Context: an optimization exercise on an open-source flow, tuned for small area, a short achievable clock period and few clock cycles per item. The choices shown serve that exercise and are no tape-out recipe.
Function was checked by simulation only, so behaviour that the tests miss may differ from the original.
Power is estimated from default activity; no workload was simulated.

==> 11-02: inputs <==
// ufe_corr
module ufe_corr (
    input  wire               clk,
    input  wire               rst,           
    input  wire               in_valid,
    output wire               in_ready,
    input  wire signed [11:0] in_dn,
    input  wire signed [11:0] in_up,
    input  wire        [4:0]  cfg_lag_max,   
    input  wire        [14:0] cfg_peak_min,  
    output reg                done,
    output reg         [1:0]  pair_code,     
    output reg  signed [31:0] dt,
    output reg         [14:0] peak
);
clock: 15.0 ns
lec_check: 0
abc_area: 1
cap_margin: 20
core_margin: 8
core_utilization: 40
place_density: 0.6
setup_slack_margin: 0.4
slew_margin: 20
run.sh (not shown) runs the stock make flow with config.mk's settings and CLKGATE_MAP_FILE= SYNTH_SCRIPT=/design/flow/synth_recipe.tcl, a recipe that flattens the netlist after the stock synthesis.
==> 05-16: changes against 11-02 <==
ABC_AREA = unset   (was 1)
==> 03-09: changes against 11-02 <==
--- a/flow/design.v
+++ b/flow/design.v
@@ -13,17 +13,16 @@
     output reg         [14:0] peak
 );
     localparam CODE_OK      = 2'd0;
     localparam CODE_LOWCORR = 2'd2;
     localparam CODE_EDGE    = 2'd3;
     localparam ST_IDLE = 2'd0;               
     localparam ST_RUN  = 2'd1;               
     localparam ST_SCAN = 2'd2;               
-    localparam ST_START = 2'd3;              
     reg        [1:0]  st;
     reg               in_rdy;
     reg               x_v;                   
     reg        [5:0]  x_k;                   
     reg signed [11:0] x_dn, x_up;
     reg        [3:0]  c;                     
     reg        [3:0]  sl;                    
     reg        [4:0]  hx;                    
@@ -32,36 +31,27 @@
     reg        [6:0]  kin;                   
     reg               lastw;                 
     reg               wv;                    
     reg        [5:0]  tc;                    
     reg        [4:0]  ss;                    
     reg               fh;                    
     assign in_ready = in_rdy;
     wire xfer = in_valid & in_rdy & ~rst;
-    reg        [4:0]  x_lag;                 
-    reg        [14:0] x_pmin;
-    reg               x_v0;                  
-    wire       ins = (x_v & (st == ST_RUN)) | x_v0;   
-    wire [4:0] L_new = (x_lag == 5'd0) ? 5'd1 :
-                       (x_lag > 5'd16) ? 5'd16 : x_lag;
+    wire [4:0] L_new = (cfg_lag_max == 5'd0) ? 5'd1 :
+                       (cfg_lag_max > 5'd16) ? 5'd16 : cfg_lag_max;
     wire [4:0] c_new5 = (L_new < 5'd4) ? 5'd3 : ((L_new + 5'd3) >> 1);
     wire [3:0] c_new = c_new5[3:0];
     wire [3:0] ce  = c - 4'd1;
     wire       bnd = (sl == ce);             
     wire       scan = (st == ST_SCAN);
     always @(posedge clk) begin
-        x_v    <= xfer;
-        x_lag  <= cfg_lag_max;
-        x_pmin <= cfg_peak_min;
-        x_v0   <= (st == ST_START);
-        if (xfer) begin
-            x_dn <= in_dn;
-            x_up <= in_up;
-        end
+        x_v  <= xfer;
+        x_dn <= in_dn;
+        x_up <= in_up;
         if (rst) begin
             st     <= ST_IDLE;
             in_rdy <= 1'b1;
             lastw  <= 1'b0;
             wv     <= 1'b0;
         end else begin
             if (sl == 4'd0) begin
                 sl <= ce;
@@ -69,63 +59,59 @@
             end else begin
                 sl <= sl - 4'd1;
                 hx <= hx - 5'd1;
             end
             case (st)
             ST_IDLE: begin
                 in_rdy <= 1'b1;
                 if (xfer) begin
-                    st     <= ST_START;
+                    st     <= ST_RUN;
+                    c      <= c_new;
+                    sl     <= c_new - 4'd1;
+                    hx     <= {c_new, 1'b0} - 5'd1;
+                    L      <= L_new;
+                    pmin   <= cfg_peak_min;
+                    kin    <= 7'd1;
+                    x_k    <= 6'd0;
                     in_rdy <= 1'b0;
                 end
             end
-            ST_START: begin
-                st     <= ST_RUN;
-                c      <= c_new;
-                sl     <= c_new - 4'd1;
-                hx     <= {c_new, 1'b0} - 5'd1;
-                L      <= L_new;
-                pmin   <= x_pmin;
-                kin    <= 7'd1;
-                x_k    <= 6'd0;
-                in_rdy <= 1'b0;
-            end
             ST_RUN: begin
                 if (xfer) begin
                     kin <= kin + 7'd1;
                     x_k <= kin[5:0];
                 end
                 in_rdy <= (sl == 4'd1) && (kin != 7'd64);
                 if (bnd) begin
-                    wv    <= ins;
+                    wv    <= x_v;
                     tc    <= x_k;
-                    lastw <= ins && (x_k == 6'd63);
+                    lastw <= x_v && (x_k == 6'd63);
                     if (lastw) begin
                         st <= ST_SCAN;
                         ss <= {c, 1'b0} - 5'd2;
                         fh <= 1'b1;
                     end
                 end
             end
-            ST_SCAN: begin
+            default: begin                   
                 wv <= 1'b0;
                 ss <= ss - 5'd1;
                 fh <= (ss > {1'b0, c});
                 if (ss == 5'd0)
                     st <= ST_IDLE;
             end
             endcase
         end
     end
     reg signed [11:0] hd [0:16];
     reg signed [11:0] hu [0:16];
     integer h;
     always @(posedge clk) begin
-        if (ins) begin
+        if (x_v) begin                       
             hd[0] <= x_dn;
             hu[0] <= x_up;
             for (h = 1; h <= 16; h = h + 1) begin
                 hd[h] <= hd[h-1];
                 hu[h] <= hu[h-1];
             end
         end
     end
ABC_AREA = unset   (was 1)
CORE_UTILIZATION = 55   (was 40)
PLACE_DENSITY = 0.65   (was 0.6)
==> 10-07: changes against 11-02 <==
--- a/flow/design.v
+++ b/flow/design.v
@@ -13,17 +13,16 @@
     output reg         [14:0] peak
 );
     localparam CODE_OK      = 2'd0;
     localparam CODE_LOWCORR = 2'd2;
     localparam CODE_EDGE    = 2'd3;
     localparam ST_IDLE = 2'd0;               
     localparam ST_RUN  = 2'd1;               
     localparam ST_SCAN = 2'd2;               
-    localparam ST_START = 2'd3;              
     reg        [1:0]  st;
     reg               in_rdy;
     reg               x_v;                   
     reg        [5:0]  x_k;                   
     reg signed [11:0] x_dn, x_up;
     reg        [3:0]  c;                     
     reg        [3:0]  sl;                    
     reg        [4:0]  hx;                    
@@ -32,36 +31,27 @@
     reg        [6:0]  kin;                   
     reg               lastw;                 
     reg               wv;                    
     reg        [5:0]  tc;                    
     reg        [4:0]  ss;                    
     reg               fh;                    
     assign in_ready = in_rdy;
     wire xfer = in_valid & in_rdy & ~rst;
-    reg        [4:0]  x_lag;                 
-    reg        [14:0] x_pmin;
-    reg               x_v0;                  
-    wire       ins = (x_v & (st == ST_RUN)) | x_v0;   
-    wire [4:0] L_new = (x_lag == 5'd0) ? 5'd1 :
-                       (x_lag > 5'd16) ? 5'd16 : x_lag;
+    wire [4:0] L_new = (cfg_lag_max == 5'd0) ? 5'd1 :
+                       (cfg_lag_max > 5'd16) ? 5'd16 : cfg_lag_max;
     wire [4:0] c_new5 = (L_new < 5'd4) ? 5'd3 : ((L_new + 5'd3) >> 1);
     wire [3:0] c_new = c_new5[3:0];
     wire [3:0] ce  = c - 4'd1;
     wire       bnd = (sl == ce);             
     wire       scan = (st == ST_SCAN);
     always @(posedge clk) begin
-        x_v    <= xfer;
-        x_lag  <= cfg_lag_max;
-        x_pmin <= cfg_peak_min;
-        x_v0   <= (st == ST_START);
-        if (xfer) begin
-            x_dn <= in_dn;
-            x_up <= in_up;
-        end
+        x_v  <= xfer;
+        x_dn <= in_dn;
+        x_up <= in_up;
         if (rst) begin
             st     <= ST_IDLE;
             in_rdy <= 1'b1;
             lastw  <= 1'b0;
             wv     <= 1'b0;
         end else begin
             if (sl == 4'd0) begin
                 sl <= ce;
@@ -69,63 +59,59 @@
             end else begin
                 sl <= sl - 4'd1;
                 hx <= hx - 5'd1;
             end
             case (st)
             ST_IDLE: begin
                 in_rdy <= 1'b1;
                 if (xfer) begin
-                    st     <= ST_START;
+                    st     <= ST_RUN;
+                    c      <= c_new;
+                    sl     <= c_new - 4'd1;
+                    hx     <= {c_new, 1'b0} - 5'd1;
+                    L      <= L_new;
+                    pmin   <= cfg_peak_min;
+                    kin    <= 7'd1;
+                    x_k    <= 6'd0;
                     in_rdy <= 1'b0;
                 end
             end
-            ST_START: begin
-                st     <= ST_RUN;
-                c      <= c_new;
-                sl     <= c_new - 4'd1;
-                hx     <= {c_new, 1'b0} - 5'd1;
-                L      <= L_new;
-                pmin   <= x_pmin;
-                kin    <= 7'd1;
-                x_k    <= 6'd0;
-                in_rdy <= 1'b0;
-            end
             ST_RUN: begin
                 if (xfer) begin
                     kin <= kin + 7'd1;
                     x_k <= kin[5:0];
                 end
                 in_rdy <= (sl == 4'd1) && (kin != 7'd64);
                 if (bnd) begin
-                    wv    <= ins;
+                    wv    <= x_v;
                     tc    <= x_k;
-                    lastw <= ins && (x_k == 6'd63);
+                    lastw <= x_v && (x_k == 6'd63);
                     if (lastw) begin
                         st <= ST_SCAN;
                         ss <= {c, 1'b0} - 5'd2;
                         fh <= 1'b1;
                     end
                 end
             end
-            ST_SCAN: begin
+            default: begin                   
                 wv <= 1'b0;
                 ss <= ss - 5'd1;
                 fh <= (ss > {1'b0, c});
                 if (ss == 5'd0)
                     st <= ST_IDLE;
             end
             endcase
         end
     end
     reg signed [11:0] hd [0:16];
     reg signed [11:0] hu [0:16];
     integer h;
     always @(posedge clk) begin
-        if (ins) begin
+        if (x_v) begin                       
             hd[0] <= x_dn;
             hu[0] <= x_up;
             for (h = 1; h <= 16; h = h + 1) begin
                 hd[h] <= hd[h-1];
                 hu[h] <= hu[h-1];
             end
         end
     end
ABC_AREA = unset   (was 1)
==> comparison table <==
Vias in the first global route: 05-16 84,200; 11-02 92,300; 10-07 84,500; 03-09 84,400
Area of the multi-input gates: 05-16 54,800 µm²; 11-02 55,800 µm²; 10-07 55,100 µm²; 03-09 55,100 µm²
Fraction of the core area covered by cells at the end of the flow: 05-16 0.447; 11-02 0.447; 10-07 0.449; 03-09 0.612
Internal power: 05-16 14.4 mW; 11-02 15.9 mW; 10-07 13.3 mW; 03-09 13.2 mW
Area fraction of the dominant cell type after synthesis: 05-16 0.270; 11-02 0.256; 10-07 0.272; 03-09 0.272
Run status: 05-16 finished clean; 11-02 finished clean; 10-07 finished clean; 03-09 finished clean
Area enclosed by the die boundary: 05-16 305,000 µm²; 11-02 321,000 µm²; 10-07 304,000 µm²; 03-09 223,000 µm²
Count of antenna diodes in the layout: 05-16 6; 11-02 10; 10-07 7; 03-09 14
Critical-path maximum fanout: 05-16 2; 11-02 1; 10-07 1; 03-09 31
XOR/XNOR Fraction of Synth Area: 05-16 0.0289; 11-02 0.0207; 10-07 0.0293; 03-09 0.0293
Layout clock buffer count: 05-16 329; 11-02 340; 10-07 340; 03-09 324
Global-route wire length before repair: 05-16 532,000 µm; 11-02 586,000 µm; 10-07 539,000 µm; 03-09 520,000 µm
Post-layout nets: 05-16 11,800; 11-02 15,100; 10-07 11,700; 03-09 11,700
Synth-to-Final Area Change: 05-16 11.6%; 11-02 11.3%; 10-07 11.9%; 03-09 10.7%
Critical path's slowest cell: 05-16 sky130_fd_sc_hd__clkdlybuf4s50_1; 11-02 sky130_fd_sc_hd__dfxtp_1; 10-07 sky130_fd_sc_hd__dfxtp_1; 03-09 sky130_fd_sc_hd__or3b_1
Met1 wire length: 05-16 150,000 µm; 11-02 172,000 µm; 10-07 153,000 µm; 03-09 142,000 µm
Synth Net Count: 05-16 11,800; 11-02 15,100; 10-07 11,800; 03-09 11,800
Endpoint of the worst register-to-register path: 05-16 va[1]$_DFF_P_; 11-02 va[17]$_DFF_P_; 10-07 x[3]$_DFFE_PP_; 03-09 x[15]$_DFFE_PP_
Synthesized-area fraction occupied by ao, oa, aoi and oai cells: 05-16 0.149; 11-02 0.112; 10-07 0.152; 03-09 0.152
VDD IR-drop max: 05-16 0.120 mV; 11-02 0.196 mV; 10-07 0.178 mV; 03-09 0.140 mV
Achievable clock frequency: 05-16 193 MHz; 11-02 192 MHz; 10-07 184 MHz; 03-09 170 MHz
Non-CTS buffers: 05-16 213; 11-02 242; 10-07 237; 03-09 218
FF+latch area: 05-16 55,300 µm²; 11-02 55,300 µm²; 10-07 54,600 µm²; 03-09 54,600 µm²
Met3 track utilization from global routing: 05-16 0.0373; 11-02 0.0372; 10-07 0.0425; 03-09 0.0599
Seq cells: 05-16 2,357; 11-02 2,357; 10-07 2,336; 03-09 2,336
Number of DRC markers after the initial detailed-route iteration: 05-16 7,914; 11-02 9,420; 10-07 8,284; 03-09 8,463
Sequential power: 05-16 9.46 mW; 11-02 10.5 mW; 10-07 9.00 mW; 03-09 8.96 mW
Testbench counts of 11-02, summed over its fixed seeds: cycles 48,518, items 128.
Testbench counts of 05-16, summed over its fixed seeds: cycles 48,518, items 128.
Testbench counts of 03-09, summed over its fixed seeds: cycles 48,390, items 128.
Testbench counts of 10-07, summed over its fixed seeds: cycles 48,390, items 128.

-- port drivers added, routing unchanged --
The flow's constraints put no driver on any port. The routed layouts listed below were extracted and timed again, unchanged, in two steps. Step 1 sets driving cells, clkbuf_16 on the clock port and buf_2 on the other inputs (assumed; they add their load-dependent delay and slew). Step 2, shift: input delay + t, output delay - t, t = (earliest + latest rising clock arrival at the registers) / 2. This alone moves slack from input paths to output paths. a / b / c = ideal ports / drivers / drivers and shift; a / b = the first two.
run	t (ns)	setup WS [ns]	worst hold slack (ns)	worst setup path after step 2	worst data-port slew with drivers (ns)
11-02	1.016	9.804 / 9.702 / 10.029	0.318 / 0.318 / 0.318	register to register	0.07
05-16	0.956	9.806 / 9.718 / 9.312	0.294 / 0.294 / 0.294	input to register	0.04
03-09	0.958	9.116 / 9.116 / 8.840	0.339 / 0.339 / 0.339	input to register	0.05
10-07	0.995	9.572 / 9.476 / 9.431	0.239 / 0.239 / 0.239	input to register	0.05
After both steps setup and hold are still met in every run listed. For 05-16, which loses most, drivers alone change the setup slack by -0.088 ns; drivers and shift together by -0.494 ns.
